Source: an optimization exercise on an open RTL-to-GDS flow (aim: small area and a short achievable clock period). Production flows keep margins and buffers that such runs may drop. In this exercise RTL edits were held to simulation tests only and were not proved equivalent to the original. No run shown here takes its clock network from TritonCTS; it comes from the design's own scripts or RTL. No driver is modelled on the clock port, so clock power and skew are understated where the tree is cut down; a real chip needs a root buffer or a tree.

==> flow/design.v (outline; a module is shown in full before it is edited, if it fits) <==
// module chk_unit: 3090 lines
// module chk_a21o: 3 lines
// module chk_a222oi: 3 lines
// module chk_inv: 3 lines
// module chk_nand2: 3 lines
// module chk_nand3: 3 lines
// module chk_nor2: 3 lines
// module chk_oai21: 3 lines
// module chk_oai22: 3 lines
// module chk_xnor2: 3 lines
// module chk_xor2: 3 lines
module chk_unit (
    input  wire        clk,
    input  wire        rst,
    input  wire        in_valid,
    input  wire        in_first,
    input  wire        in_last,
    input  wire [2:0]  in_code,
    input  wire [63:0] in_data,
    input  wire [3:0]  in_nbytes,
    input  wire [2:0]  in_tail,
    output wire        out_valid,
    output wire [31:0] out_value
);
  // ...
==> flow/flow/run.sh <==
#!/bin/bash
# Standard synthesis and placement (port buffers of buf_1 cells), then
# flow/cts.tcl: a one-level clock tree, buf_2 output port buffers and
# dfxtp_2 for the flip-flops behind them; then the standard routing and finish.
set -euo pipefail
export BUFFER_PORTS_ARGS="-buffer_cell sky130_fd_sc_hd__buf_1"
bash standard.sh synth > synth.log 2>&1
bash standard.sh place > place.log 2>&1
RES=$PWD/orfs/results/sky130hd/chk_unit/base
RES=$RES CTS_CELL=sky130_fd_sc_hd__clkbuf_16 CTS_NBUF=4 CTS_SUB=1 OUT_BUF_CELL=sky130_fd_sc_hd__buf_2 OUT_FF_CELL=sky130_fd_sc_hd__dfxtp_2 FANOUT_FF_CELL=sky130_fd_sc_hd__dfxtp_4 FANOUT_FF_MIN=12 IN_BUF_CELL=sky130_fd_sc_hd__buf_2 IN_BUF_MIN=3 openroad -no_init -exit flow/cts.tcl > cts.log 2>&1
cp $RES/4_1_cts.odb $RES/4_cts.odb
bash standard.sh > layout.log 2>&1
==> flow/flow/cts.tcl <==
# Clock tree: the clock port drives a few clkbuf_16, each driving one cluster
# of flip-flops (k-means on their placed positions); then legalize.
set res $::env(RES)
set plat $::env(FLOW_HOME)/platforms/sky130hd
read_lef $plat/lef/sky130_fd_sc_hd.tlef
read_lef $plat/lef/sky130_fd_sc_hd_merged.lef
read_liberty $plat/lib/sky130_fd_sc_hd__tt_025C_1v80.lib
read_db $res/3_place.odb
read_sdc $res/3_place.sdc
source $plat/setRC.tcl
set nclu $::env(CTS_NBUF)
set block [ord::get_db_block]
set db [ord::get_db]
set clk [$block findNet clk]
set sinks {}
foreach it [$clk getITerms] { lappend sinks $it }
set n [llength $sinks]
puts "clock sinks: $n, clusters: $nclu"
# balanced k-means on points (xs, ys): returns list of cluster ids
proc kmeans {xs ys nclu} {
  set n [llength $xs]
  set order [lsort -real -indices $xs]
  set cx {}; set cy {}
  for {set k 0} {$k < $nclu} {incr k} {
    set i [lindex $order [expr {int(($k+0.5)*$n/$nclu)}]]
    lappend cx [lindex $xs $i]; lappend cy [lindex $ys $i]
  }
  set cap [expr {int(ceil(double($n)/$nclu))+2}]
  set asg [lrepeat $n 0]
  for {set iter 0} {$iter < 50} {incr iter} {
    set pairs {}
    for {set i 0} {$i < $n} {incr i} {
      for {set k 0} {$k < $nclu} {incr k} {
        set d [expr {abs([lindex $xs $i]-[lindex $cx $k]) + abs([lindex $ys $i]-[lindex $cy $k])}]
        lappend pairs [list $d $i $k]
      }
    }
    set pairs [lsort -real -index 0 $pairs]
    set asg [lrepeat $n -1]; set cnt [lrepeat $nclu 0]
    foreach p $pairs {
      lassign $p d i k
      if {[lindex $asg $i] >= 0} continue
      if {[lindex $cnt $k] >= $cap} continue
      lset asg $i $k; lset cnt $k [expr {[lindex $cnt $k]+1}]
    }
    set sx [lrepeat $nclu 0.0]; set sy [lrepeat $nclu 0.0]
    for {set i 0} {$i < $n} {incr i} {
      set k [lindex $asg $i]
      lset sx $k [expr {[lindex $sx $k]+[lindex $xs $i]}]
      lset sy $k [expr {[lindex $sy $k]+[lindex $ys $i]}]
    }
    for {set k 0} {$k < $nclu} {incr k} {
      if {[lindex $cnt $k] > 0} {
        lset cx $k [expr {[lindex $sx $k]/[lindex $cnt $k]}]
        lset cy $k [expr {[lindex $sy $k]/[lindex $cnt $k]}]
      }
    }
  }
  return [list $asg $cx $cy]
}
set xs {}; set ys {}
foreach it $sinks {
  set b [[$it getInst] getBBox]
  lappend xs [expr {([$b xMin]+[$b xMax])/2.0}]
  lappend ys [expr {([$b yMin]+[$b yMax])/2.0}]
}
lassign [kmeans $xs $ys $nclu] asg cx cy
set master [$db findMaster $::env(CTS_CELL)]
set w [$master getWidth]; set h [$master getHeight]
set nsub [expr {[info exists ::env(CTS_SUB)] ? $::env(CTS_SUB) : 1}]
proc mkbuf {name x y in {mname ""}} {
  global block master w h db
  set m $master
  if {$mname ne ""} { set m [$db findMaster $mname] }
  set w [$m getWidth]; set h [$m getHeight]
  set inst [odb::dbInst_create $block $m $name]
  $inst setLocation [expr {int($x - $w/2)}] [expr {int($y - $h/2)}]
  $inst setPlacementStatus PLACED
  set net [odb::dbNet_create $block "${name}_net"]
  $net setSigType CLOCK
  [$inst findITerm A] connect $in
  [$inst findITerm X] connect $net
  return $net
}
for {set k 0} {$k < $nclu} {incr k} {
  set idx {}
  for {set i 0} {$i < $n} {incr i} { if {[lindex $asg $i] == $k} { lappend idx $i } }
  if {$nsub <= 1} {
    set net [mkbuf "cts_buf_$k" [lindex $cx $k] [lindex $cy $k] $clk]
    foreach i $idx { set it [lindex $sinks $i]; $it disconnect; $it connect $net }
  } else {
    set sx {}; set sy {}
    foreach i $idx { lappend sx [lindex $xs $i]; lappend sy [lindex $ys $i] }
    lassign [kmeans $sx $sy $nsub] sasg scx scy
    # first-level buffer at the middle of its sub-cluster buffers
    set mx 0.0; set my 0.0
    for {set m 0} {$m < $nsub} {incr m} { set mx [expr {$mx+[lindex $scx $m]/$nsub}]; set my [expr {$my+[lindex $scy $m]/$nsub}] }
    set top [mkbuf "cts_buf_$k" $mx $my $clk]
    for {set m 0} {$m < $nsub} {incr m} {
      set net [mkbuf "cts_buf_${k}_$m" [lindex $scx $m] [lindex $scy $m] $top $::env(CTS_SUB_CELL)]
      for {set j 0} {$j < [llength $idx]} {incr j} {
        if {[lindex $sasg $j] == $m} { set it [lindex $sinks [lindex $idx $j]]; $it disconnect; $it connect $net }
      }
    }
  }
}
# optional: other cells for the output port buffers and for the flip-flops
# that drive them
foreach port [get_ports out_*] {
  set net [$block findNet [get_full_name $port]]
  foreach it [$net getITerms] {
    if {![$it isOutputSignal]} continue
    set buf [$it getInst]
    if {[info exists ::env(OUT_BUF_CELL)] && $::env(OUT_BUF_CELL) ne ""} {
      replace_cell [$buf getName] $::env(OUT_BUF_CELL)
    }
    set in [[$buf findITerm A] getNet]
    foreach it2 [$in getITerms] {
      if {![$it2 isOutputSignal]} continue
      set drv [$it2 getInst]
      if {[info exists ::env(OUT_FF_CELL)] && $::env(OUT_FF_CELL) ne ""
          && [string match "sky130_fd_sc_hd__dfxtp_*" [[$drv getMaster] getName]]} {
        replace_cell [$drv getName] $::env(OUT_FF_CELL)
      }
    }
  }
}
# optional: stronger flip-flops where one drives many loads, and stronger
# input port buffers where one drives several loads
if {[info exists ::env(FANOUT_FF_CELL)] && $::env(FANOUT_FF_CELL) ne ""} {
  foreach inst [$block getInsts] {
    if {![string match "sky130_fd_sc_hd__dfxtp_*" [[$inst getMaster] getName]]} continue
    set q [$inst findITerm Q]
    set net [$q getNet]
    if {$net eq "NULL"} continue
    if {[llength [$net getITerms]] - 1 >= $::env(FANOUT_FF_MIN)} { replace_cell [$inst getName] $::env(FANOUT_FF_CELL) }
  }
}
if {[info exists ::env(IN_BUF_CELL)] && $::env(IN_BUF_CELL) ne ""} {
  foreach port [get_ports in_*] {
    set net [$block findNet [get_full_name $port]]
    foreach it [$net getITerms] {
      set buf [$it getInst]
      set out [[$buf findITerm X] getNet]
      if {[llength [$out getITerms]] - 1 >= $::env(IN_BUF_MIN)} { replace_cell [$buf getName] $::env(IN_BUF_CELL) }
    }
  }
}
detailed_placement
check_placement -verbose
set_propagated_clock [all_clocks]
estimate_parasitics -placement
report_clock_skew
set mx 0
foreach p [all_registers -clock_pins] { set v [get_property $p slew_max]; if {$v > $mx} { set mx $v } }
puts "max clock pin slew (placement estimate): $mx"
report_check_types -max_slew -violators
report_checks -path_delay max -digits 3
write_db $res/4_1_cts.odb
write_sdc $res/4_cts.sdc
==> flow/standard.sh <==
#!/bin/bash
# synth_recipe.tcl (not shown) runs the flow's synth.tcl, then flattens the netlist and writes it again
# the make line also repeats each setting of config.mk as NAME=value (left out here)
make -C /OpenROAD-flow-scripts/flow DESIGN_CONFIG=/design/flow/config.mk WORK_HOME=/design/flow/orfs CLKGATE_MAP_FILE= SYNTH_SCRIPT=/design/flow/synth_recipe.tcl "${@:-finish}"
==> flow/config.mk <==
export PLATFORM = sky130hd
export DESIGN_NAME = chk_unit
export DESIGN_NICKNAME = chk_unit
export VERILOG_FILES = /design/flow/design.v
export SDC_FILE = /design/flow/constraint.sdc
export NUM_CORES = 8
export LEC_CHECK = 0
export CAP_MARGIN = 20
export CORE_MARGIN = 4
export CORE_UTILIZATION = 60
export GPL_TIMING_DRIVEN = 0
export SLEW_MARGIN = 20
export SYNTH_HIERARCHICAL = 1
==> flow/constraint.sdc <==
create_clock -name core_clock -period 40.0 [get_ports {clk}]
set_input_delay 8.0000 -clock core_clock [delete_from_list [all_inputs] [get_ports {clk}]]
set_output_delay 8.0000 -clock core_clock [all_outputs]
set_load 0.01 [all_outputs]
==> flow_summary.json, run 1 <==
{
  "sh_seq_area_pct": 17.0,
  "maxCapViolations": 0,
  "place_ws_ps": 31000,
  "grt_pass1_wl_um": 86200,
  "regMostFlops": "d_r",
  "multi_input_cells": 1516,
  "fin_hold_ws_ps": 545,
  "setup_viol": 0,
  "syn_avg_cell_area_sq_um": 8.15,
  "r2r_slack_ps": 31170,
  "period_minus_slack_ps": 8830,
  "pin_count": 112,
  "core_area_sq_mm": 0.0227,
  "status": "timing/DRC/antenna clean",
  "r2r-start": "g2_r[0]",
  "io_buffers": 110,
  "grt_overflow_total": 0,
  "largest_reg_flops": 64,
  "layout.core_utilization_pct": 67.7,
  "crit_start": "g2_r[0]",
  "ys_ff_latch": 124,
  "vias_per_cell": 7.04,
  "synth_edf_count": 5,
  "muxShareOfSynthArea_pct": 0
}
==> inputs of run 2 (changes only) <==
--- a/flow/design.v
+++ b/flow/design.v
@@ -19,5 +19,6 @@
     reg [2:0]  code_q;          
     reg        refl_q, refln_q;  
-    reg [3:0]  g2_r;            
+    reg [3:0]  g2n;             
+    reg [3:1]  g1n_r;           
     reg [2:0]  t_r;             
     reg [4:0]  pg_r;            
@@ -55,5 +56,6 @@
         last_r <= in_valid & ~rst & in_last;
         p_r  <= p_in;
-        g2_r <= g2_in;
+        g2n   <= ~g2_in;
+        g1n_r <= ~{g2_in[0] | g2_in[1] | g2_in[2], g2_in[0] | g2_in[1], g2_in[0]};
         t_r  <= in_tail;
         pg_r <= pg_in;
@@ -70,6 +72,5 @@
     wire nl   = nl_r;
     wire last = last_r;
-    wire [3:0] g2n = ~g2_r;
-    wire [3:0] g1n = {~(g2_r[0] | g2_r[1] | g2_r[2]), ~(g2_r[0] | g2_r[1]), ~g2_r[0], 1'b1};
+    wire [3:0] g1n = {g1n_r, 1'b1};
     wire [7:0] hn;
     generate for (gb = 0; gb < 8; gb = gb + 1) begin : g_hn
@@ -1773,7 +1774,7 @@
     chk_xor2 u_n839 (.a(n680), .b(n838), .y(n839));
     wire n840;
-    chk_xor2 u_n840 (.a(n695), .b(n704), .y(n840));
+    chk_xor2 u_n840 (.a(n695), .b(n643), .y(n840));
     wire n841;
-    chk_xor2 u_n841 (.a(n649), .b(n643), .y(n841));
+    chk_xor2 u_n841 (.a(n649), .b(n704), .y(n841));
     wire n842;
     chk_xor2 u_n842 (.a(n839), .b(n840), .y(n842));
@@ -1789,5 +1790,5 @@
     chk_xor2 u_n847 (.a(n791), .b(n846), .y(n847));
     wire n848;
-    chk_xor2 u_n848 (.a(n671), .b(n676), .y(n848));
+    chk_xor2 u_n848 (.a(n676), .b(n671), .y(n848));
     wire n849;
     chk_xor2 u_n849 (.a(n847), .b(n814), .y(n849));
@@ -1801,9 +1802,9 @@
     chk_xor2 u_n853 (.a(n627), .b(n679), .y(n853));
     wire n854;
-    chk_xor2 u_n854 (.a(n852), .b(n804), .y(n854));
+    chk_xor2 u_n854 (.a(n852), .b(n825), .y(n854));
     wire n855;
-    chk_xor2 u_n855 (.a(n825), .b(n853), .y(n855));
+    chk_xor2 u_n855 (.a(n804), .b(n853), .y(n855));
     wire n856;
-    chk_xor2 u_n856 (.a(n741), .b(n734), .y(n856));
+    chk_xor2 u_n856 (.a(n734), .b(n741), .y(n856));
     wire n857;
     chk_xor2 u_n857 (.a(n854), .b(n855), .y(n857));
@@ -1813,7 +1814,7 @@
     chk_xor2 u_n859 (.a(n722), .b(n612), .y(n859));
     wire n860;
-    chk_xor2 u_n860 (.a(n712), .b(n778), .y(n860));
+    chk_xor2 u_n860 (.a(n712), .b(n658), .y(n860));
     wire n861;
-    chk_xor2 u_n861 (.a(n658), .b(n859), .y(n861));
+    chk_xor2 u_n861 (.a(n778), .b(n859), .y(n861));
     wire n862;
     chk_xor2 u_n862 (.a(n752), .b(n732), .y(n862));
@@ -1825,9 +1826,9 @@
     chk_xor2 u_n865 (.a(n228), .b(n294), .y(n865));
     wire n866;
-    chk_xor2 u_n866 (.a(n516), .b(n793), .y(n866));
+    chk_xor2 u_n866 (.a(n516), .b(n639), .y(n866));
     wire n867;
-    chk_xor2 u_n867 (.a(n639), .b(n865), .y(n867));
+    chk_xor2 u_n867 (.a(n793), .b(n865), .y(n867));
     wire n868;
-    chk_xor2 u_n868 (.a(n682), .b(n654), .y(n868));
+    chk_xor2 u_n868 (.a(n654), .b(n682), .y(n868));
     wire n869;
     chk_xor2 u_n869 (.a(n866), .b(n867), .y(n869));
@@ -1843,9 +1844,9 @@
     chk_xor2 u_n874 (.a(n616), .b(n631), .y(n874));
     wire n875;
-    chk_xor2 u_n875 (.a(n709), .b(n811), .y(n875));
+    chk_xor2 u_n875 (.a(n667), .b(n709), .y(n875));
     wire n876;
-    chk_xor2 u_n876 (.a(n667), .b(n675), .y(n876));
+    chk_xor2 u_n876 (.a(n718), .b(n811), .y(n876));
     wire n877;
-    chk_xor2 u_n877 (.a(n718), .b(n874), .y(n877));
+    chk_xor2 u_n877 (.a(n675), .b(n874), .y(n877));
     wire n878;
     chk_xor2 u_n878 (.a(n771), .b(n875), .y(n878));
@@ -1857,11 +1858,11 @@
     chk_xor2 u_n881 (.a(n879), .b(n880), .y(n881));
     wire n882;
-    chk_xor2 u_n882 (.a(n701), .b(n837), .y(n882));
+    chk_xor2 u_n882 (.a(n701), .b(n781), .y(n882));
     wire n883;
-    chk_xor2 u_n883 (.a(n650), .b(n781), .y(n883));
+    chk_xor2 u_n883 (.a(n823), .b(n837), .y(n883));
     wire n884;
-    chk_xor2 u_n884 (.a(n823), .b(n800), .y(n884));
+    chk_xor2 u_n884 (.a(n650), .b(n700), .y(n884));
     wire n885;
-    chk_xor2 u_n885 (.a(n700), .b(n882), .y(n885));
+    chk_xor2 u_n885 (.a(n800), .b(n882), .y(n885));
     wire n886;
     chk_xor2 u_n886 (.a(n883), .b(n694), .y(n886));
@@ -1873,7 +1874,7 @@
     chk_xor2 u_n889 (.a(n318), .b(n528), .y(n889));
     wire n890;
-    chk_xor2 u_n890 (.a(n564), .b(n608), .y(n890));
+    chk_xor2 u_n890 (.a(n564), .b(n625), .y(n890));
     wire n891;
-    chk_xor2 u_n891 (.a(n624), .b(n625), .y(n891));
+    chk_xor2 u_n891 (.a(n608), .b(n624), .y(n891));
     wire n892;
     chk_xor2 u_n892 (.a(n889), .b(n705), .y(n892));
@@ -1889,13 +1890,13 @@
     chk_xnor2 u_n897 (.a(n895), .b(n896), .y(n897));
     wire n898;
-    chk_xor2 u_n898 (.a(n721), .b(n627), .y(n898));
+    chk_xor2 u_n898 (.a(n721), .b(n617), .y(n898));
     wire n899;
-    chk_xor2 u_n899 (.a(n617), .b(n666), .y(n899));
+    chk_xor2 u_n899 (.a(n666), .b(n627), .y(n899));
     wire n900;
-    chk_xor2 u_n900 (.a(n832), .b(n772), .y(n900));
+    chk_xor2 u_n900 (.a(n633), .b(n659), .y(n900));
     wire n901;
     chk_xor2 u_n901 (.a(n727), .b(n698), .y(n901));
     wire n902;
-    chk_xor2 u_n902 (.a(n633), .b(n659), .y(n902));
+    chk_xor2 u_n902 (.a(n772), .b(n832), .y(n902));
     wire n903;
     chk_xor2 u_n903 (.a(n898), .b(n899), .y(n903));
@@ -1909,11 +1910,11 @@
     chk_xor2 u_n907 (.a(n905), .b(n906), .y(n907));
     wire n908;
-    chk_xor2 u_n908 (.a(n258), .b(n816), .y(n908));
+    chk_xor2 u_n908 (.a(n258), .b(n720), .y(n908));
     wire n909;
-    chk_xor2 u_n909 (.a(n631), .b(n720), .y(n909));
+    chk_xor2 u_n909 (.a(n816), .b(n631), .y(n909));
     wire n910;
-    chk_xor2 u_n910 (.a(n687), .b(n789), .y(n910));
+    chk_xor2 u_n910 (.a(n789), .b(n659), .y(n910));
     wire n911;
-    chk_xor2 u_n911 (.a(n659), .b(n908), .y(n911));
+    chk_xor2 u_n911 (.a(n687), .b(n908), .y(n911));
     wire n912;
     chk_xor2 u_n912 (.a(n909), .b(n726), .y(n912));
@@ -1929,7 +1930,7 @@
     chk_xor2 u_n917 (.a(n342), .b(n384), .y(n917));
     wire n918;
-    chk_xor2 u_n918 (.a(n917), .b(n777), .y(n918));
+    chk_xor2 u_n918 (.a(n917), .b(n698), .y(n918));
     wire n919;
-    chk_xor2 u_n919 (.a(n698), .b(n794), .y(n919));
+    chk_xor2 u_n919 (.a(n777), .b(n794), .y(n919));
     wire n920;
     chk_xor2 u_n920 (.a(n804), .b(n780), .y(n920));
@@ -1943,7 +1944,7 @@
     chk_xor2 u_n924 (.a(n504), .b(n729), .y(n924));
     wire n925;
-    chk_xor2 u_n925 (.a(n636), .b(n647), .y(n925));
+    chk_xor2 u_n925 (.a(n636), .b(n796), .y(n925));
     wire n926;
-    chk_xor2 u_n926 (.a(n679), .b(n796), .y(n926));
+    chk_xor2 u_n926 (.a(n679), .b(n647), .y(n926));
     wire n927;
     chk_xor2 u_n927 (.a(n649), .b(n924), .y(n927));
@@ -1973,9 +1974,9 @@
     chk_xor2 u_n939 (.a(n619), .b(n653), .y(n939));
     wire n940;
-    chk_xor2 u_n940 (.a(n696), .b(n747), .y(n940));
+    chk_xor2 u_n940 (.a(n747), .b(n807), .y(n940));
     wire n941;
-    chk_xor2 u_n941 (.a(n821), .b(n800), .y(n941));
+    chk_xor2 u_n941 (.a(n800), .b(n696), .y(n941));
     wire n942;
-    chk_xor2 u_n942 (.a(n807), .b(n795), .y(n942));
+    chk_xor2 u_n942 (.a(n821), .b(n795), .y(n942));
     wire n943;
     chk_xor2 u_n943 (.a(n939), .b(n940), .y(n943));
@@ -2013,11 +2014,11 @@
     chk_xor2 u_n959 (.a(n957), .b(n958), .y(n959));
     wire n960;
-    chk_xor2 u_n960 (.a(n264), .b(n613), .y(n960));
+    chk_xor2 u_n960 (.a(n264), .b(n646), .y(n960));
     wire n961;
-    chk_xor2 u_n961 (.a(n646), .b(n748), .y(n961));
+    chk_xor2 u_n961 (.a(n613), .b(n748), .y(n961));
     wire n962;
     chk_xor2 u_n962 (.a(n833), .b(n960), .y(n962));
     wire n963;
-    chk_xor2 u_n963 (.a(n779), .b(n739), .y(n963));
+    chk_xor2 u_n963 (.a(n739), .b(n779), .y(n963));
     wire n964;
     chk_xor2 u_n964 (.a(n961), .b(n962), .y(n964));
@@ -2027,7 +2028,7 @@
     chk_xor2 u_n966 (.a(n414), .b(n504), .y(n966));
     wire n967;
-    chk_xor2 u_n967 (.a(n608), .b(n681), .y(n967));
+    chk_xor2 u_n967 (.a(n608), .b(n646), .y(n967));
     wire n968;
-    chk_xor2 u_n968 (.a(n646), .b(n966), .y(n968));
+    chk_xor2 u_n968 (.a(n681), .b(n966), .y(n968));
     wire n969;
     chk_xor2 u_n969 (.a(n787), .b(n967), .y(n969));
@@ -2043,7 +2044,7 @@
     chk_xor2 u_n974 (.a(n617), .b(n748), .y(n974));
     wire n975;
-    chk_xor2 u_n975 (.a(n808), .b(n717), .y(n975));
+    chk_xor2 u_n975 (.a(n808), .b(n828), .y(n975));
     wire n976;
-    chk_xor2 u_n976 (.a(n828), .b(n974), .y(n976));
+    chk_xor2 u_n976 (.a(n717), .b(n974), .y(n976));
     wire n977;
     chk_xor2 u_n977 (.a(n814), .b(n975), .y(n977));
@@ -2055,5 +2056,5 @@
     chk_xor2 u_n980 (.a(n402), .b(n498), .y(n980));
     wire n981;
-    chk_xor2 u_n981 (.a(n788), .b(n642), .y(n981));
+    chk_xor2 u_n981 (.a(n642), .b(n788), .y(n981));
     wire n982;
     chk_xor2 u_n982 (.a(n979), .b(n980), .y(n982));
@@ -2069,7 +2070,7 @@
     chk_xnor2 u_n987 (.a(n978), .b(n986), .y(n987));
     wire n988;
-    chk_xor2 u_n988 (.a(n270), .b(n835), .y(n988));
+    chk_xor2 u_n988 (.a(n270), .b(n789), .y(n988));
     wire n989;
-    chk_xor2 u_n989 (.a(n789), .b(n653), .y(n989));
+    chk_xor2 u_n989 (.a(n653), .b(n835), .y(n989));
     wire n990;
     chk_xor2 u_n990 (.a(n717), .b(n988), .y(n990));
@@ -2083,9 +2084,9 @@
     chk_xor2 u_n994 (.a(n390), .b(n608), .y(n994));
     wire n995;
-    chk_xor2 u_n995 (.a(n648), .b(n667), .y(n995));
+    chk_xor2 u_n995 (.a(n667), .b(n659), .y(n995));
     wire n996;
-    chk_xor2 u_n996 (.a(n659), .b(n994), .y(n996));
+    chk_xor2 u_n996 (.a(n648), .b(n994), .y(n996));
     wire n997;
-    chk_xor2 u_n997 (.a(n732), .b(n763), .y(n997));
+    chk_xor2 u_n997 (.a(n763), .b(n732), .y(n997));
     wire n998;
     chk_xor2 u_n998 (.a(n995), .b(n996), .y(n998));
@@ -2093,11 +2094,11 @@
     chk_xnor2 u_n999 (.a(n997), .b(n998), .y(n999));
     wire n1000;
-    chk_xor2 u_n1000 (.a(n432), .b(n713), .y(n1000));
+    chk_xor2 u_n1000 (.a(n432), .b(n728), .y(n1000));
     wire n1001;
-    chk_xor2 u_n1001 (.a(n728), .b(n1000), .y(n1001));
+    chk_xor2 u_n1001 (.a(n713), .b(n1000), .y(n1001));
     wire n1002;
     chk_xor2 u_n1002 (.a(n836), .b(n1001), .y(n1002));
     wire n1003;
-    chk_xor2 u_n1003 (.a(n764), .b(n773), .y(n1003));
+    chk_xor2 u_n1003 (.a(n773), .b(n764), .y(n1003));
     wire n1004;
     chk_xnor2 u_n1004 (.a(n1002), .b(n1003), .y(n1004));
@@ -2111,11 +2112,11 @@
     chk_xor2 u_n1008 (.a(n619), .b(n1005), .y(n1008));
     wire n1009;
-    chk_xor2 u_n1009 (.a(n1006), .b(n687), .y(n1009));
+    chk_xor2 u_n1009 (.a(n1006), .b(n652), .y(n1009));
     wire n1010;
-    chk_xor2 u_n1010 (.a(n652), .b(n1007), .y(n1010));
+    chk_xor2 u_n1010 (.a(n687), .b(n1007), .y(n1010));
     wire n1011;
-    chk_xor2 u_n1011 (.a(n1008), .b(n813), .y(n1011));
+    chk_xor2 u_n1011 (.a(n1008), .b(n784), .y(n1011));
     wire n1012;
-    chk_xor2 u_n1012 (.a(n784), .b(n1009), .y(n1012));
+    chk_xor2 u_n1012 (.a(n813), .b(n1009), .y(n1012));
     wire n1013;
     chk_xor2 u_n1013 (.a(n1010), .b(n1011), .y(n1013));
@@ -2125,7 +2126,7 @@
     chk_xor2 u_n1015 (.a(n408), .b(n426), .y(n1015));
     wire n1016;
-    chk_xor2 u_n1016 (.a(n522), .b(n728), .y(n1016));
+    chk_xor2 u_n1016 (.a(n522), .b(n605), .y(n1016));
     wire n1017;
-    chk_xor2 u_n1017 (.a(n605), .b(n754), .y(n1017));
+    chk_xor2 u_n1017 (.a(n728), .b(n754), .y(n1017));
     wire n1018;
     chk_xor2 u_n1018 (.a(n1015), .b(n662), .y(n1018));
@@ -2143,9 +2144,9 @@
     chk_xor2 u_n1024 (.a(n432), .b(n468), .y(n1024));
     wire n1025;
-    chk_xor2 u_n1025 (.a(n516), .b(n715), .y(n1025));
+    chk_xor2 u_n1025 (.a(n516), .b(n673), .y(n1025));
     wire n1026;
-    chk_xor2 u_n1026 (.a(n619), .b(n673), .y(n1026));
+    chk_xor2 u_n1026 (.a(n715), .b(n605), .y(n1026));
     wire n1027;
-    chk_xor2 u_n1027 (.a(n782), .b(n605), .y(n1027));
+    chk_xor2 u_n1027 (.a(n782), .b(n619), .y(n1027));
     wire n1028;
     chk_xor2 u_n1028 (.a(n1024), .b(n1025), .y(n1028));
@@ -2163,7 +2164,7 @@
     chk_xor2 u_n1034 (.a(n608), .b(n1033), .y(n1034));
     wire n1035;
-    chk_xor2 u_n1035 (.a(n668), .b(n649), .y(n1035));
+    chk_xor2 u_n1035 (.a(n668), .b(n790), .y(n1035));
     wire n1036;
-    chk_xor2 u_n1036 (.a(n790), .b(n675), .y(n1036));
+    chk_xor2 u_n1036 (.a(n649), .b(n675), .y(n1036));
     wire n1037;
     chk_xor2 u_n1037 (.a(n1034), .b(n1035), .y(n1037));
@@ -2175,13 +2176,13 @@
     chk_xor2 u_n1040 (.a(n342), .b(n504), .y(n1040));
     wire n1041;
-    chk_xor2 u_n1041 (.a(n664), .b(n713), .y(n1041));
+    chk_xor2 u_n1041 (.a(n664), .b(n632), .y(n1041));
     wire n1042;
-    chk_xor2 u_n1042 (.a(n632), .b(n1040), .y(n1042));
+    chk_xor2 u_n1042 (.a(n713), .b(n1040), .y(n1042));
     wire n1043;
     chk_xor2 u_n1043 (.a(n654), .b(n1041), .y(n1043));
     wire n1044;
-    chk_xor2 u_n1044 (.a(n1042), .b(n676), .y(n1044));
+    chk_xor2 u_n1044 (.a(n1042), .b(n689), .y(n1044));
     wire n1045;
-    chk_xor2 u_n1045 (.a(n689), .b(n708), .y(n1045));
+    chk_xor2 u_n1045 (.a(n676), .b(n708), .y(n1045));
     wire n1046;
     chk_xor2 u_n1046 (.a(n763), .b(n1043), .y(n1046));
@@ -2195,5 +2196,5 @@
     chk_xor2 u_n1050 (.a(n829), .b(n1049), .y(n1050));
     wire n1051;
-    chk_xor2 u_n1051 (.a(n641), .b(n682), .y(n1051));
+    chk_xor2 u_n1051 (.a(n682), .b(n641), .y(n1051));
     wire n1052;
     chk_xor2 u_n1052 (.a(n1050), .b(n822), .y(n1052));
@@ -2209,7 +2210,7 @@
     chk_xor2 u_n1057 (.a(n715), .b(n613), .y(n1057));
     wire n1058;
-    chk_xor2 u_n1058 (.a(n1056), .b(n668), .y(n1058));
+    chk_xor2 u_n1058 (.a(n1056), .b(n819), .y(n1058));
     wire n1059;
-    chk_xor2 u_n1059 (.a(n819), .b(n812), .y(n1059));
+    chk_xor2 u_n1059 (.a(n812), .b(n668), .y(n1059));
     wire n1060;
     chk_xor2 u_n1060 (.a(n811), .b(n1057), .y(n1060));
@@ -2225,7 +2226,7 @@
     chk_xor2 u_n1065 (.a(n282), .b(n552), .y(n1065));
     wire n1066;
-    chk_xor2 u_n1066 (.a(n834), .b(n661), .y(n1066));
+    chk_xor2 u_n1066 (.a(n661), .b(n603), .y(n1066));
     wire n1067;
-    chk_xor2 u_n1067 (.a(n603), .b(n754), .y(n1067));
+    chk_xor2 u_n1067 (.a(n754), .b(n834), .y(n1067));
     wire n1068;
     chk_xor2 u_n1068 (.a(n1065), .b(n667), .y(n1068));
@@ -2233,5 +2234,5 @@
     chk_xor2 u_n1069 (.a(n1066), .b(n1067), .y(n1069));
     wire n1070;
-    chk_xor2 u_n1070 (.a(n671), .b(n828), .y(n1070));
+    chk_xor2 u_n1070 (.a(n828), .b(n671), .y(n1070));
     wire n1071;
     chk_xor2 u_n1071 (.a(n1068), .b(n1069), .y(n1071));
@@ -2243,5 +2244,5 @@
     chk_xor2 u_n1074 (.a(n210), .b(n276), .y(n1074));
     wire n1075;
-    chk_xor2 u_n1075 (.a(n619), .b(n602), .y(n1075));
+    chk_xor2 u_n1075 (.a(n602), .b(n619), .y(n1075));
     wire n1076;
     chk_xor2 u_n1076 (.a(n1074), .b(n724), .y(n1076));
@@ -2249,17 +2250,17 @@
     chk_xor2 u_n1077 (.a(n1075), .b(n794), .y(n1077));
     wire n1078;
-    chk_xor2 u_n1078 (.a(n1076), .b(n757), .y(n1078));
+    chk_xor2 u_n1078 (.a(n1076), .b(n742), .y(n1078));
     wire n1079;
-    chk_xor2 u_n1079 (.a(n742), .b(n1077), .y(n1079));
+    chk_xor2 u_n1079 (.a(n757), .b(n1077), .y(n1079));
     wire n1080;
     chk_xnor2 u_n1080 (.a(n1078), .b(n1079), .y(n1080));
     wire n1081;
-    chk_xor2 u_n1081 (.a(n793), .b(n630), .y(n1081));
+    chk_xor2 u_n1081 (.a(n630), .b(n831), .y(n1081));
     wire n1082;
-    chk_xor2 u_n1082 (.a(n831), .b(n693), .y(n1082));
+    chk_xor2 u_n1082 (.a(n793), .b(n693), .y(n1082));
     wire n1083;
-    chk_xor2 u_n1083 (.a(n619), .b(n668), .y(n1083));
+    chk_xor2 u_n1083 (.a(n619), .b(n709), .y(n1083));
     wire n1084;
-    chk_xor2 u_n1084 (.a(n709), .b(n1081), .y(n1084));
+    chk_xor2 u_n1084 (.a(n668), .b(n1081), .y(n1084));
     wire n1085;
     chk_xor2 u_n1085 (.a(n1082), .b(n689), .y(n1085));
@@ -2271,9 +2272,9 @@
     chk_xor2 u_n1088 (.a(n864), .b(n1087), .y(n1088));
     wire n1089;
-    chk_xor2 u_n1089 (.a(n516), .b(n611), .y(n1089));
+    chk_xor2 u_n1089 (.a(n516), .b(n657), .y(n1089));
     wire n1090;
-    chk_xor2 u_n1090 (.a(n681), .b(n657), .y(n1090));
+    chk_xor2 u_n1090 (.a(n681), .b(n628), .y(n1090));
     wire n1091;
-    chk_xor2 u_n1091 (.a(n628), .b(n678), .y(n1091));
+    chk_xor2 u_n1091 (.a(n611), .b(n678), .y(n1091));
     wire n1092;
     chk_xor2 u_n1092 (.a(n815), .b(n1089), .y(n1092));
@@ -2291,13 +2292,13 @@
     chk_xor2 u_n1098 (.a(n306), .b(n462), .y(n1098));
     wire n1099;
-    chk_xor2 u_n1099 (.a(n540), .b(n731), .y(n1099));
+    chk_xor2 u_n1099 (.a(n540), .b(n604), .y(n1099));
     wire n1100;
-    chk_xor2 u_n1100 (.a(n645), .b(n604), .y(n1100));
+    chk_xor2 u_n1100 (.a(n731), .b(n645), .y(n1100));
     wire n1101;
     chk_xor2 u_n1101 (.a(n1097), .b(n1098), .y(n1101));
     wire n1102;
-    chk_xor2 u_n1102 (.a(n648), .b(n797), .y(n1102));
+    chk_xor2 u_n1102 (.a(n797), .b(n672), .y(n1102));
     wire n1103;
-    chk_xor2 u_n1103 (.a(n672), .b(n1099), .y(n1103));
+    chk_xor2 u_n1103 (.a(n648), .b(n1099), .y(n1103));
     wire n1104;
     chk_xor2 u_n1104 (.a(n1100), .b(n1101), .y(n1104));
@@ -2311,7 +2312,7 @@
     chk_xor2 u_n1108 (.a(n516), .b(n664), .y(n1108));
     wire n1109;
-    chk_xor2 u_n1109 (.a(n802), .b(n812), .y(n1109));
+    chk_xor2 u_n1109 (.a(n781), .b(n812), .y(n1109));
     wire n1110;
-    chk_xor2 u_n1110 (.a(n781), .b(n1108), .y(n1110));
+    chk_xor2 u_n1110 (.a(n802), .b(n1108), .y(n1110));
     wire n1111;
     chk_xor2 u_n1111 (.a(n1109), .b(n1110), .y(n1111));
@@ -2337,5 +2338,5 @@
     chk_xor2 u_n1121 (.a(n270), .b(n624), .y(n1121));
     wire n1122;
-    chk_xor2 u_n1122 (.a(n777), .b(n808), .y(n1122));
+    chk_xor2 u_n1122 (.a(n808), .b(n777), .y(n1122));
     wire n1123;
     chk_xor2 u_n1123 (.a(n1121), .b(n1122), .y(n1123));
@@ -2349,7 +2350,7 @@
     chk_xor2 u_n1127 (.a(n722), .b(n782), .y(n1127));
     wire n1128;
-    chk_xor2 u_n1128 (.a(n1126), .b(n837), .y(n1128));
+    chk_xor2 u_n1128 (.a(n1126), .b(n637), .y(n1128));
     wire n1129;
-    chk_xor2 u_n1129 (.a(n637), .b(n1127), .y(n1129));
+    chk_xor2 u_n1129 (.a(n837), .b(n1127), .y(n1129));
     wire n1130;
     chk_xor2 u_n1130 (.a(n1128), .b(n1129), .y(n1130));
@@ -2363,9 +2364,9 @@
     chk_xor2 u_n1134 (.a(n758), .b(n1133), .y(n1134));
     wire n1135;
-    chk_xor2 u_n1135 (.a(n649), .b(n815), .y(n1135));
+    chk_xor2 u_n1135 (.a(n633), .b(n649), .y(n1135));
     wire n1136;
-    chk_xor2 u_n1136 (.a(n633), .b(n1134), .y(n1136));
+    chk_xor2 u_n1136 (.a(n815), .b(n1134), .y(n1136));
     wire n1137;
-    chk_xor2 u_n1137 (.a(n818), .b(n752), .y(n1137));
+    chk_xor2 u_n1137 (.a(n752), .b(n818), .y(n1137));
     wire n1138;
     chk_xor2 u_n1138 (.a(n1135), .b(n1136), .y(n1138));
@@ -2375,7 +2376,7 @@
     chk_xor2 u_n1140 (.a(n246), .b(n378), .y(n1140));
     wire n1141;
-    chk_xor2 u_n1141 (.a(n1140), .b(n827), .y(n1141));
+    chk_xor2 u_n1141 (.a(n1140), .b(n791), .y(n1141));
     wire n1142;
-    chk_xor2 u_n1142 (.a(n791), .b(n801), .y(n1142));
+    chk_xor2 u_n1142 (.a(n827), .b(n801), .y(n1142));
     wire n1143;
     chk_xor2 u_n1143 (.a(n1141), .b(n817), .y(n1143));
@@ -2387,7 +2388,7 @@
     chk_xor2 u_n1146 (.a(n663), .b(n682), .y(n1146));
     wire n1147;
-    chk_xor2 u_n1147 (.a(n707), .b(n813), .y(n1147));
+    chk_xor2 u_n1147 (.a(n707), .b(n739), .y(n1147));
     wire n1148;
-    chk_xor2 u_n1148 (.a(n739), .b(n1146), .y(n1148));
+    chk_xor2 u_n1148 (.a(n813), .b(n1146), .y(n1148));
     wire n1149;
     chk_xor2 u_n1149 (.a(n1147), .b(n1148), .y(n1149));
@@ -2395,11 +2396,11 @@
     chk_xnor2 u_n1150 (.a(n1149), .b(n1125), .y(n1150));
     wire n1151;
-    chk_xor2 u_n1151 (.a(n360), .b(n634), .y(n1151));
+    chk_xor2 u_n1151 (.a(n360), .b(n829), .y(n1151));
     wire n1152;
-    chk_xor2 u_n1152 (.a(n829), .b(n621), .y(n1152));
+    chk_xor2 u_n1152 (.a(n634), .b(n621), .y(n1152));
     wire n1153;
-    chk_xor2 u_n1153 (.a(n662), .b(n710), .y(n1153));
+    chk_xor2 u_n1153 (.a(n662), .b(n654), .y(n1153));
     wire n1154;
-    chk_xor2 u_n1154 (.a(n823), .b(n654), .y(n1154));
+    chk_xor2 u_n1154 (.a(n823), .b(n710), .y(n1154));
     wire n1155;
     chk_xor2 u_n1155 (.a(n1151), .b(n1152), .y(n1155));
@@ -2415,7 +2416,7 @@
     chk_xor2 u_n1160 (.a(n731), .b(n628), .y(n1160));
     wire n1161;
-    chk_xor2 u_n1161 (.a(n1159), .b(n702), .y(n1161));
+    chk_xor2 u_n1161 (.a(n1159), .b(n669), .y(n1161));
     wire n1162;
-    chk_xor2 u_n1162 (.a(n669), .b(n1160), .y(n1162));
+    chk_xor2 u_n1162 (.a(n702), .b(n1160), .y(n1162));
     wire n1163;
     chk_xor2 u_n1163 (.a(n1161), .b(n1162), .y(n1163));
@@ -2427,7 +2428,7 @@
     chk_xor2 u_n1166 (.a(n318), .b(n450), .y(n1166));
     wire n1167;
-    chk_xor2 u_n1167 (.a(n609), .b(n613), .y(n1167));
+    chk_xor2 u_n1167 (.a(n609), .b(n632), .y(n1167));
     wire n1168;
-    chk_xor2 u_n1168 (.a(n632), .b(n1166), .y(n1168));
+    chk_xor2 u_n1168 (.a(n613), .b(n1166), .y(n1168));
     wire n1169;
     chk_xor2 u_n1169 (.a(n802), .b(n649), .y(n1169));
@@ -2441,11 +2442,11 @@
     chk_xor2 u_n1173 (.a(n864), .b(n1172), .y(n1173));
     wire n1174;
-    chk_xor2 u_n1174 (.a(n390), .b(n640), .y(n1174));
+    chk_xor2 u_n1174 (.a(n390), .b(n797), .y(n1174));
     wire n1175;
-    chk_xor2 u_n1175 (.a(n797), .b(n830), .y(n1175));
+    chk_xor2 u_n1175 (.a(n640), .b(n830), .y(n1175));
     wire n1176;
-    chk_xor2 u_n1176 (.a(n1174), .b(n764), .y(n1176));
+    chk_xor2 u_n1176 (.a(n1174), .b(n753), .y(n1176));
     wire n1177;
-    chk_xor2 u_n1177 (.a(n753), .b(n817), .y(n1177));
+    chk_xor2 u_n1177 (.a(n817), .b(n764), .y(n1177));
     wire n1178;
     chk_xor2 u_n1178 (.a(n1175), .b(n1176), .y(n1178));
@@ -2453,7 +2454,7 @@
     chk_xnor2 u_n1179 (.a(n1177), .b(n1178), .y(n1179));
     wire n1180;
-    chk_xor2 u_n1180 (.a(n831), .b(n610), .y(n1180));
+    chk_xor2 u_n1180 (.a(n642), .b(n831), .y(n1180));
     wire n1181;
-    chk_xor2 u_n1181 (.a(n699), .b(n642), .y(n1181));
+    chk_xor2 u_n1181 (.a(n699), .b(n610), .y(n1181));
     wire n1182;
     chk_xor2 u_n1182 (.a(n832), .b(n1180), .y(n1182));
@@ -2461,5 +2462,5 @@
     chk_xor2 u_n1183 (.a(n1181), .b(n1182), .y(n1183));
     wire n1184;
-    chk_xor2 u_n1184 (.a(n803), .b(n810), .y(n1184));
+    chk_xor2 u_n1184 (.a(n810), .b(n803), .y(n1184));
     wire n1185;
     chk_xor2 u_n1185 (.a(n1183), .b(n1184), .y(n1185));
@@ -2469,5 +2470,5 @@
     chk_xor2 u_n1187 (.a(n504), .b(n615), .y(n1187));
     wire n1188;
-    chk_xor2 u_n1188 (.a(n684), .b(n673), .y(n1188));
+    chk_xor2 u_n1188 (.a(n673), .b(n684), .y(n1188));
     wire n1189;
     chk_xor2 u_n1189 (.a(n602), .b(n1187), .y(n1189));
@@ -2485,9 +2486,9 @@
     chk_xor2 u_n1195 (.a(n614), .b(n834), .y(n1195));
     wire n1196;
-    chk_xor2 u_n1196 (.a(n1194), .b(n705), .y(n1196));
+    chk_xor2 u_n1196 (.a(n1194), .b(n654), .y(n1196));
     wire n1197;
-    chk_xor2 u_n1197 (.a(n796), .b(n778), .y(n1197));
+    chk_xor2 u_n1197 (.a(n796), .b(n705), .y(n1197));
     wire n1198;
-    chk_xor2 u_n1198 (.a(n654), .b(n1195), .y(n1198));
+    chk_xor2 u_n1198 (.a(n778), .b(n1195), .y(n1198));
     wire n1199;
     chk_xor2 u_n1199 (.a(n1196), .b(n1197), .y(n1199));
@@ -2501,7 +2502,7 @@
     chk_xor2 u_n1203 (.a(n564), .b(n655), .y(n1203));
     wire n1204;
-    chk_xor2 u_n1204 (.a(n698), .b(n774), .y(n1204));
+    chk_xor2 u_n1204 (.a(n698), .b(n830), .y(n1204));
     wire n1205;
-    chk_xor2 u_n1205 (.a(n830), .b(n809), .y(n1205));
+    chk_xor2 u_n1205 (.a(n774), .b(n809), .y(n1205));
     wire n1206;
     chk_xor2 u_n1206 (.a(n1203), .b(n1204), .y(n1206));
@@ -2519,5 +2520,5 @@
     chk_xor2 u_n1212 (.a(n656), .b(n1210), .y(n1212));
     wire n1213;
-    chk_xor2 u_n1213 (.a(n766), .b(n785), .y(n1213));
+    chk_xor2 u_n1213 (.a(n785), .b(n766), .y(n1213));
     wire n1214;
     chk_xor2 u_n1214 (.a(n1211), .b(n1212), .y(n1214));
@@ -2527,11 +2528,11 @@
     chk_xor2 u_n1216 (.a(n258), .b(n288), .y(n1216));
     wire n1217;
-    chk_xor2 u_n1217 (.a(n618), .b(n735), .y(n1217));
+    chk_xor2 u_n1217 (.a(n735), .b(n618), .y(n1217));
     wire n1218;
     chk_xor2 u_n1218 (.a(n728), .b(n1216), .y(n1218));
     wire n1219;
-    chk_xor2 u_n1219 (.a(n626), .b(n824), .y(n1219));
+    chk_xor2 u_n1219 (.a(n719), .b(n787), .y(n1219));
     wire n1220;
-    chk_xor2 u_n1220 (.a(n719), .b(n787), .y(n1220));
+    chk_xor2 u_n1220 (.a(n824), .b(n626), .y(n1220));
     wire n1221;
     chk_xor2 u_n1221 (.a(n1217), .b(n1218), .y(n1221));
@@ -2543,7 +2544,7 @@
     chk_xnor2 u_n1224 (.a(n1139), .b(n1223), .y(n1224));
     wire n1225;
-    chk_xor2 u_n1225 (.a(n306), .b(n684), .y(n1225));
+    chk_xor2 u_n1225 (.a(n306), .b(n723), .y(n1225));
     wire n1226;
-    chk_xor2 u_n1226 (.a(n723), .b(n631), .y(n1226));
+    chk_xor2 u_n1226 (.a(n684), .b(n631), .y(n1226));
     wire n1227;
     chk_xor2 u_n1227 (.a(n1225), .b(n1226), .y(n1227));
@@ -2557,9 +2558,9 @@
     chk_xor2 u_n1231 (.a(n462), .b(n715), .y(n1231));
     wire n1232;
-    chk_xor2 u_n1232 (.a(n608), .b(n660), .y(n1232));
+    chk_xor2 u_n1232 (.a(n660), .b(n745), .y(n1232));
     wire n1233;
-    chk_xor2 u_n1233 (.a(n745), .b(n713), .y(n1233));
+    chk_xor2 u_n1233 (.a(n608), .b(n713), .y(n1233));
     wire n1234;
-    chk_xor2 u_n1234 (.a(n626), .b(n658), .y(n1234));
+    chk_xor2 u_n1234 (.a(n658), .b(n626), .y(n1234));
     wire n1235;
     chk_xor2 u_n1235 (.a(n1231), .b(n1232), .y(n1235));
@@ -2585,7 +2586,7 @@
     chk_xnor2 u_n1245 (.a(n844), .b(n1244), .y(n1245));
     wire n1246;
-    chk_xor2 u_n1246 (.a(n612), .b(n684), .y(n1246));
+    chk_xor2 u_n1246 (.a(n684), .b(n625), .y(n1246));
     wire n1247;
-    chk_xor2 u_n1247 (.a(n629), .b(n625), .y(n1247));
+    chk_xor2 u_n1247 (.a(n629), .b(n612), .y(n1247));
     wire n1248;
     chk_xor2 u_n1248 (.a(n788), .b(n819), .y(n1248));
@@ -2605,5 +2606,5 @@
     chk_xor2 u_n1255 (.a(n635), .b(n1254), .y(n1255));
     wire n1256;
-    chk_xor2 u_n1256 (.a(n824), .b(n678), .y(n1256));
+    chk_xor2 u_n1256 (.a(n678), .b(n824), .y(n1256));
     wire n1257;
     chk_xor2 u_n1257 (.a(n1255), .b(n820), .y(n1257));
@@ -2623,7 +2624,7 @@
     chk_xor2 u_n1264 (.a(n528), .b(n1262), .y(n1264));
     wire n1265;
-    chk_xor2 u_n1265 (.a(n1263), .b(n691), .y(n1265));
+    chk_xor2 u_n1265 (.a(n1263), .b(n772), .y(n1265));
     wire n1266;
-    chk_xor2 u_n1266 (.a(n772), .b(n1264), .y(n1266));
+    chk_xor2 u_n1266 (.a(n691), .b(n1264), .y(n1266));
     wire n1267;
     chk_xor2 u_n1267 (.a(n820), .b(n725), .y(n1267));
@@ -2639,13 +2640,13 @@
     chk_xor2 u_n1272 (.a(n402), .b(n612), .y(n1272));
     wire n1273;
-    chk_xor2 u_n1273 (.a(n662), .b(n683), .y(n1273));
+    chk_xor2 u_n1273 (.a(n662), .b(n640), .y(n1273));
     wire n1274;
-    chk_xor2 u_n1274 (.a(n640), .b(n1272), .y(n1274));
+    chk_xor2 u_n1274 (.a(n683), .b(n1272), .y(n1274));
     wire n1275;
     chk_xor2 u_n1275 (.a(n799), .b(n1273), .y(n1275));
     wire n1276;
-    chk_xor2 u_n1276 (.a(n1274), .b(n786), .y(n1276));
+    chk_xor2 u_n1276 (.a(n1274), .b(n694), .y(n1276));
     wire n1277;
-    chk_xor2 u_n1277 (.a(n694), .b(n1275), .y(n1277));
+    chk_xor2 u_n1277 (.a(n786), .b(n1275), .y(n1277));
     wire n1278;
     chk_xor2 u_n1278 (.a(n1276), .b(n1277), .y(n1278));
@@ -2653,7 +2654,7 @@
     chk_xor2 u_n1279 (.a(n276), .b(n546), .y(n1279));
     wire n1280;
-    chk_xor2 u_n1280 (.a(n558), .b(n745), .y(n1280));
+    chk_xor2 u_n1280 (.a(n558), .b(n697), .y(n1280));
     wire n1281;
-    chk_xor2 u_n1281 (.a(n639), .b(n697), .y(n1281));
+    chk_xor2 u_n1281 (.a(n639), .b(n745), .y(n1281));
     wire n1282;
     chk_xor2 u_n1282 (.a(n1279), .b(n833), .y(n1282));
@@ -2663,19 +2664,19 @@
     chk_xor2 u_n1284 (.a(n1282), .b(n1283), .y(n1284));
     wire n1285;
-    chk_xor2 u_n1285 (.a(n759), .b(n757), .y(n1285));
+    chk_xor2 u_n1285 (.a(n757), .b(n783), .y(n1285));
     wire n1286;
-    chk_xor2 u_n1286 (.a(n783), .b(n1284), .y(n1286));
+    chk_xor2 u_n1286 (.a(n759), .b(n1284), .y(n1286));
     wire n1287;
     chk_xnor2 u_n1287 (.a(n1285), .b(n1286), .y(n1287));
     wire n1288;
-    chk_xor2 u_n1288 (.a(n758), .b(n631), .y(n1288));
+    chk_xor2 u_n1288 (.a(n758), .b(n711), .y(n1288));
     wire n1289;
-    chk_xor2 u_n1289 (.a(n711), .b(n827), .y(n1289));
+    chk_xor2 u_n1289 (.a(n631), .b(n827), .y(n1289));
     wire n1290;
     chk_xor2 u_n1290 (.a(n835), .b(n1288), .y(n1290));
     wire n1291;
-    chk_xor2 u_n1291 (.a(n774), .b(n656), .y(n1291));
+    chk_xor2 u_n1291 (.a(n806), .b(n774), .y(n1291));
     wire n1292;
-    chk_xor2 u_n1292 (.a(n806), .b(n1289), .y(n1292));
+    chk_xor2 u_n1292 (.a(n656), .b(n1289), .y(n1292));
     wire n1293;
     chk_xor2 u_n1293 (.a(n1290), .b(n786), .y(n1293));
==> flow/flow/run.sh (replaced) <==
#!/bin/bash
# Standard synthesis and placement (port buffers of buf_1 cells), then
# flow/cts.tcl: a two-level clock tree, buf_2 output port buffers and
# dfxtp_2 for the flip-flops behind them; then the standard routing and finish.
set -euo pipefail
export BUFFER_PORTS_ARGS="-buffer_cell sky130_fd_sc_hd__buf_1"
bash standard.sh synth > synth.log 2>&1
bash standard.sh place > place.log 2>&1
RES=$PWD/orfs/results/sky130hd/chk_unit/base
RES=$RES CTS_CELL=sky130_fd_sc_hd__clkbuf_8 CTS_NBUF=4 CTS_SUB=2 CTS_SUB_CELL=sky130_fd_sc_hd__clkbuf_16 OUT_BUF_CELL=sky130_fd_sc_hd__buf_2 OUT_FF_CELL=sky130_fd_sc_hd__dfxtp_2 FANOUT_FF_CELL=sky130_fd_sc_hd__dfxtp_4 FANOUT_FF_MIN=12 IN_BUF_CELL=sky130_fd_sc_hd__buf_2 IN_BUF_MIN=3 openroad -no_init -exit flow/cts.tcl > cts.log 2>&1
cp $RES/4_1_cts.odb $RES/4_cts.odb
bash standard.sh > layout.log 2>&1
==> run 2 against run 1 <==
Net effect:
- final area grew 1.4%
- global-route usage grew 0.80 points
- critical path depth shrank 26
==> flow_summary.json, run 2 <==
{
  "fin_tns_setup_ps": 0,
  "synth_simple_gate_area_share_pct": 6.13,
  "dp_hpwl_um": 49000,
  "pin_count": 112,
  "final_common_cell": "xor2_1",
  "synthTopCellsByArea": "xor2_1, o22ai_1, dfxtp_1, xnor2_1, a222oi_1",
  "gp_congestion": 1.15,
  "period_minus_slack_ps": 8770,
  "synth_area_sq_mm": 0.0139,
  "grt_max_degree": 65,
  "first_pass_iters": 12,
  "ys.flop_type": "dfxtp_1",
  "worstMarginPinSlew_ps": 1260,
  "ys_ff_latch": 126,
  "crit_type": "flop to primary output",
  "largest_reg_flops": 64,
  "cts.reportedPaths.clkPinSlew_ps": 70,
  "start_util_pct": 61.3,
  "fp-row-count": 55,
  "drive_above_1_share_pct": 8.18,
  "die_y_um": 160,
  "slowest_delay_ps": 360,
  "io_buffers": 110,
  "routed_wl_um": 61300,
  "yosysTopAreaCell": "xor2_1",
  "drtIter0Drc": 2964,
  "clock_latency_ps": 280,
  "yosysSeqAreaShare_pct": 18.5,
  "hold_violations": 0,
  "slew_headroom_pct": 15.6,
  "top_regs": "d_r (64), s_q (32), p_r (6)",
  "syn2layout_area_growth_pct": 11.8,
  "grt_pass1_wl_um": 87600,
  "fin_nets": 1927,
  "path_max_fanout": 2,
  "grt_usage_pct": 44.9,
  "maxCapViolations": 0,
  "fmax_ghz": 0.114,
  "netlist-cell-type-count": 31,
  "critPathSlowestCell": "dfxtp_2",
  "finalClockSkew_ps": 12.8,
  "vias": 15100,
  "antenna_found_initial": 1,
  "end_kind": "primary output",
  "synth_top_area_share_pct": 42.8,
  "synth_fa_ha_area_share_pct": 0,
  "regMostFlops": "d_r",
  "worstPathArrival_ps": 770,
  "netlist_instances": 1700,
  "yosysWarnings": 7,
  "synth_compound_area_share_pct": 25.7,
  "crit_family": "flip-flops",
  "cp_num_buf_inv": 1,
  "die_area_sq_mm": 0.0257,
  "critPathLaunchType": "flop",
  "setup_viol": 0,
  "status": "timing/DRC/antenna clean",
  "cp_cell_sequence": "buf_2",
  "most-common-layout-cells": "xor2_1, o22ai_1, nand2_1, xnor2_1, dfxtp_1",
  "min_period_over_period_pct": 21.9,
  "synth-async-reset-ratio_pct": 0,
  "hold_class": "flop to flop",
  "muxShareOfSynthArea_pct": 0,
  "rsz0062_at_grt": "false",
  "synth_most_common_cell": "xor2_1",
  "synth_top_family_by_area": "XOR/XNOR gates",
  "synth_edf_count": 5,
  "wire_per_inst_um": 28.7,
  "drc": 0,
  "antenna_left": 0,
  "die_w_um": 160,
  "grt_pass1_vias": 13700,
  "ys_top_cells_by_count": "xor2_1, o22ai_1, dfxtp_1",
  "core_area_sq_mm": 0.0227,
  "syn_avg_cell_area_sq_um": 8.19,
  "grt_overflow_total": 0,
  "vias_per_cell": 7.08,
  "maxSlewViolCount": 0,
  "synth_xor_xnor_area_share_pct": 47.9,
  "crit_required_ps": 32000
}
[run 2: layout make-up]
cell class	count	area (sq um)
Multi-Input combinational cell	1516	11200
Fill cell	1890	7140
Sequential cell	126	2660
Timing Repair Buffer	128	813
Tap cell	285	357
Buffer	13	260
Inverter	63	236
Antenna cell	3	7.51
[run 2: layer usage]
layer	share of wire, %	wire length (um)	GRT usage (%)
met1	37	22600	57.9
met2	41	25000	67.2
met3	15	9360	14.9
met4	7.1	4350	22.7
met5	0	0	0
[run 2: path summary, 6_finish.rpt]
path | start | to | slack, ps | cells after the start
max reg2reg | t_r[1] | s_q[1] | 31330 | 24
min reg2reg | last_r | ov_q | 570 | 1
max | s_q[5] | out_value[5] | 31230 | 1
min | last_r | ov_q | 570 | 1
[run 2: modules after synthesis, one instance, submodules excluded, a selection]
module | flops+latches | area (sq um) | cells inside | copies in the design
chk_unit | 126 | 3080 | 222 | 1
chk_oai22 | 0 | 6.26 | 1 | 393
chk_a222oi | 0 | 10.0 | 1 | 48
chk_oai21 | 0 | 5.00 | 1 | 70
chk_xor2 | 0 | 8.76 | 1 | 676
chk_inv | 0 | 3.75 | 1 | 32
chk_nor2 | 0 | 3.75 | 1 | 52
chk_nand3 | 0 | 5.00 | 1 | 13
chk_nand2 | 0 | 3.75 | 1 | 81
chk_a21o | 0 | 7.51 | 1 | 32
[run 2: cell families after synthesis]
logic type | count (synthesis)
DFF | 126
and+or+nand+nor | 195
AOI/OAI and AO/OA | 552
buffers and inverters | 64
xor gates and xnor gates | 762
other | 1
[run 2: stage by stage]
step                utilization (%)  setup slack (ps)  cells  area (sq um)  hold slack, ps
finish                         68.6             31230   2134         15600             571
detailed placement             66.8             31100   2119         15200             566
floorplan                         -             31390   1706         13900             466
global route                   68.6             31230   2132         15600             593
global placement               64.8             29780   2101         14700             558
==> inputs of run 3 (changes only) <==
==> flow/flow/run.sh (replaced) <==
#!/bin/bash
# Standard synthesis and placement (port buffers of buf_1 cells), then
# flow/cts.tcl: a one-level clock tree, buf_2 output port buffers and
# dfxtp_2 for the flip-flops behind them; then the standard routing and finish.
set -euo pipefail
export BUFFER_PORTS_ARGS="-buffer_cell sky130_fd_sc_hd__buf_1"
bash standard.sh synth > synth.log 2>&1
bash standard.sh place > place.log 2>&1
RES=$PWD/orfs/results/sky130hd/chk_unit/base
RES=$RES CTS_CELL=sky130_fd_sc_hd__clkbuf_16 CTS_NBUF=4 CTS_SUB=1 OUT_BUF_CELL=sky130_fd_sc_hd__buf_2 OUT_FF_CELL=sky130_fd_sc_hd__dfxtp_2 FANOUT_FF_CELL=sky130_fd_sc_hd__dfxtp_4 FANOUT_FF_MIN=12 IN_BUF_CELL=sky130_fd_sc_hd__buf_2 IN_BUF_MIN=3 openroad -no_init -exit flow/cts.tcl > cts.log 2>&1
cp $RES/4_1_cts.odb $RES/4_cts.odb
bash standard.sh > layout.log 2>&1
==> run 3 against run 2 <==
Net effect:
- worst setup slack better by 82 ps
- core utilization shrank 0.71 points
- hold slack better by 2.7 ps
- synthesized area stayed put
- critical path depth is 22 higher
- synthesized cell count stayed put
- critical endpoint is now s_q[1]
- final area shrank 1.0%
- final cell count shrank 0.47%
- sequential share of layout area is 0.18 points higher
- global-route usage fell by 0.28 points
- critical path type is now flop to flop
- via count down 2.0%
==> flow_summary.json, run 3 <==
{
  "core_area_sq_mm": 0.0227,
  "setup_viol": 0,
  "met2_usage_pct": 66.9,
  "vias_per_cell": 6.97,
  "wire_per_inst_um": 28.7,
  "grt_max_degree": 65,
  "synth_most_common_cell": "xor2_1",
  "crit_type": "flop to flop",
  "dp_hpwl_um": 49000,
  "status": "timing/DRC/antenna clean",
  "ys_top_cells_by_count": "xor2_1, o22ai_1, dfxtp_1",
  "vias": 14800,
  "grt_overflow_total": 0,
  "min_from": "last_r",
  "start_util_pct": 61.3,
  "crit_required_ps": 40060,
  "fin_nets": 1919,
  "worstPathArrival_ps": 8750,
  "clock_latency_ps": 180,
  "antenna_left": 0,
  "largest_reg_flops": 64,
  "end_kind": "flop",
  "slew_headroom_pct": 15.9,
  "drtIter0Drc": 2882,
  "fmax_ghz": 0.115,
  "grt_pass1_vias": 13600,
  "yosysSeqAreaShare_pct": 18.5,
  "routed_wl_um": 60900,
  "place_ws_ps": 31100,
  "synth_area_sq_mm": 0.0139,
  "worstMarginPinSlew_ps": 1260,
  "path_max_fanout": 23,
  "synthTopCellsByArea": "xor2_1, o22ai_1, dfxtp_1, xnor2_1, a222oi_1",
  "busiest_layer": "met2",
  "grt_pass1_wl_um": 86900,
  "min_period_over_period_pct": 21.7,
  "yosysWarnings": 7,
  "die_y_um": 160,
  "fp-row-count": 55,
  "maxSlewViolCount": 0,
  "first_pass_iters": 9,
  "rsz0062_at_grt": "false",
  "drive_above_1_share_pct": 7.78,
  "drc": 0,
  "die_w_um": 160,
  "syn_avg_cell_area_sq_um": 8.19,
  "r2r-start": "refln_q",
  "regMostFlops": "d_r",
  "finalClockSkew_ps": 16.6,
  "synth_top_area_share_pct": 42.8,
  "grt_usage_pct": 44.6,
  "use_met1_pct": 57.5,
  "synth-async-reset-ratio_pct": 0,
  "cts.reportedPaths.clkPinSlew_ps": 110,
  "most-common-layout-cells": "xor2_1, o22ai_1, nand2_1, xnor2_1, dfxtp_1",
  "antenna_found_initial": 0,
  "hold_violations": 0,
  "pin_count": 112,
  "layout.core_utilization_pct": 67.9,
  "critPathLaunchType": "flop",
  "maxCapViolations": 0,
  "syn2layout_area_growth_pct": 10.7,
  "ys.flop_type": "dfxtp_1",
  "fin_ws_ps": 31310,
  "gp_congestion": 1.15,
  "io_buffers": 110,
  "ys_ff_latch": 126,
  "top_regs": "d_r (64), s_q (32), p_r (6)",
  "met3_usage_pct": 15.2,
  "period_minus_slack_ps": 8690,
  "n_fill_cell": 1926,
  "hold_class": "flop to flop",
  "final_common_cell": "xor2_1",
  "synth_edf_count": 5,
  "yosysTopAreaCell": "xor2_1",
  "netlist-cell-type-count": 31,
  "fin_tns_setup_ps": 0,
  "dp.cells": 2119,
  "die_area_sq_mm": 0.0257,
  "netlist_instances": 1700,
  "layout.cells.non_filler": 2124,
  "crit_start": "refln_q"
}
run 3: cell counts after synthesis:
Identical to the previous run, type by type.
run 3: worst paths after layout:
path,end,slack (ps),cells past startpoint
hold reg to reg,ov_q,570,1
setup / recovery,s_q[1],31310,23
hold / removal,ov_q,570,1
setup reg to reg,s_q[1],31310,23
run 3: Yosys stat by module, one instance, submodules excluded:
module      flip-flops and latches  area (sq um)  cells inside
chk_oai22                        0          6.26             1
chk_xor2                         0          8.76             1
chk_unit                       126          3080           222
chk_nand3                        0          5.00             1
chk_nand2                        0          3.75             1
chk_nor2                         0          3.75             1
chk_a21o                         0          7.51             1
chk_inv                          0          3.75             1
chk_xnor2                        0          8.76             1
chk_a222oi                       0          10.0             1
chk_oai21                        0          5.00             1
run 3: cells by family after synthesis:
| logic type | count (synthesis) | synth area share, % |
|---|---|---|
| other | 1 | 0.0269 |
| xor gates and xnor gates | 762 | 47.9 |
| buffers and inverters | 64 | 1.73 |
| AOI/OAI and AO/OA | 552 | 25.7 |
| and+or+nand+nor | 195 | 6.13 |
| DFF | 126 | 18.5 |
run 3: critical path, stage by stage (launching register included):
cell and delay, ps:
edfxtp_1 680, buf_16 280, o22ai_1 250, nor2_1 80, xnor2_1 310, o22ai_1 210, o22ai_1 260, o22ai_1 140
o22ai_1 240, o22ai_1 140, o22ai_1 970, xor2_1 930, xor2_1 690, xor2_1 330, xor2_1 470, xor2_1 260
xor2_1 540, xor2_1 140, a222oi_1 400, nand2_1 170, xnor2_1 480, inv_1 130, a222oi_1 350, nand3_1 110
run 3: final cells by class:
class	instances	area [sq um]	area share (%)
antenna	1	2.50	0.0162
sequential	126	2660	17.2
timing repair buffer	128	813	5.28
tap	285	357	2.31
multi-input combinational	1516	11200	73.0
buffer	5	105	0.682
inverter	63	236	1.53
run 3: metrics by stage:
| stage | hold slack, ps | area, sq um |
|---|---|---|
| 2_1_floorplan | 466 | 13900 |
| 3_3_place_gp | 558 | 14700 |
| 3_5_place_dp | 566 | 15200 |
| 5_1_grt | 594 | 15400 |
| 6_report | 573 | 15400 |
run 3: metal layers:
layer | vias up | part of all wire (%)
met2 | 1268 | 41
met4 | 0 | 6.7
met3 | 251 | 15
li1 | 6516 | -
met1 | 6760 | 37
met5 | - | 0

static timing again, ports no longer ideal:
In the flow no input, the clock included, has a driving cell. The finished layouts below were timed again as built, in two steps. Step 1, drivers: a clkbuf_16 drives clk and a buf_2 each remaining input, both assumed. Step 2 moves the port delays by t, midway between the first and last clock arrival at a register: inputs arrive t later, outputs are due t later. That takes back most of the time a late clock gives input paths. Three values: ideal, step 1, step 2; two values: the first two.
run	t (ns)	slack for setup (ns)	worst hold slack (ns)	latest minus earliest clock arrival (ns)
run 1	0.273	31.172 / 31.172 / 31.127	0.545 / 0.545 / 0.545	0.014 / 0.014
run 2	0.368	31.229 / 31.138 / 31.213	0.571 / 0.571 / 0.571	0.014 / 0.014
run 3	0.278	31.311 / 31.224 / 31.155	0.573 / 0.573 / 0.573	0.021 / 0.022
After both steps every run listed still meets setup and hold. For run 3, which loses most, drivers alone change the setup slack by -0.087 ns; drivers and shift together by -0.156 ns.
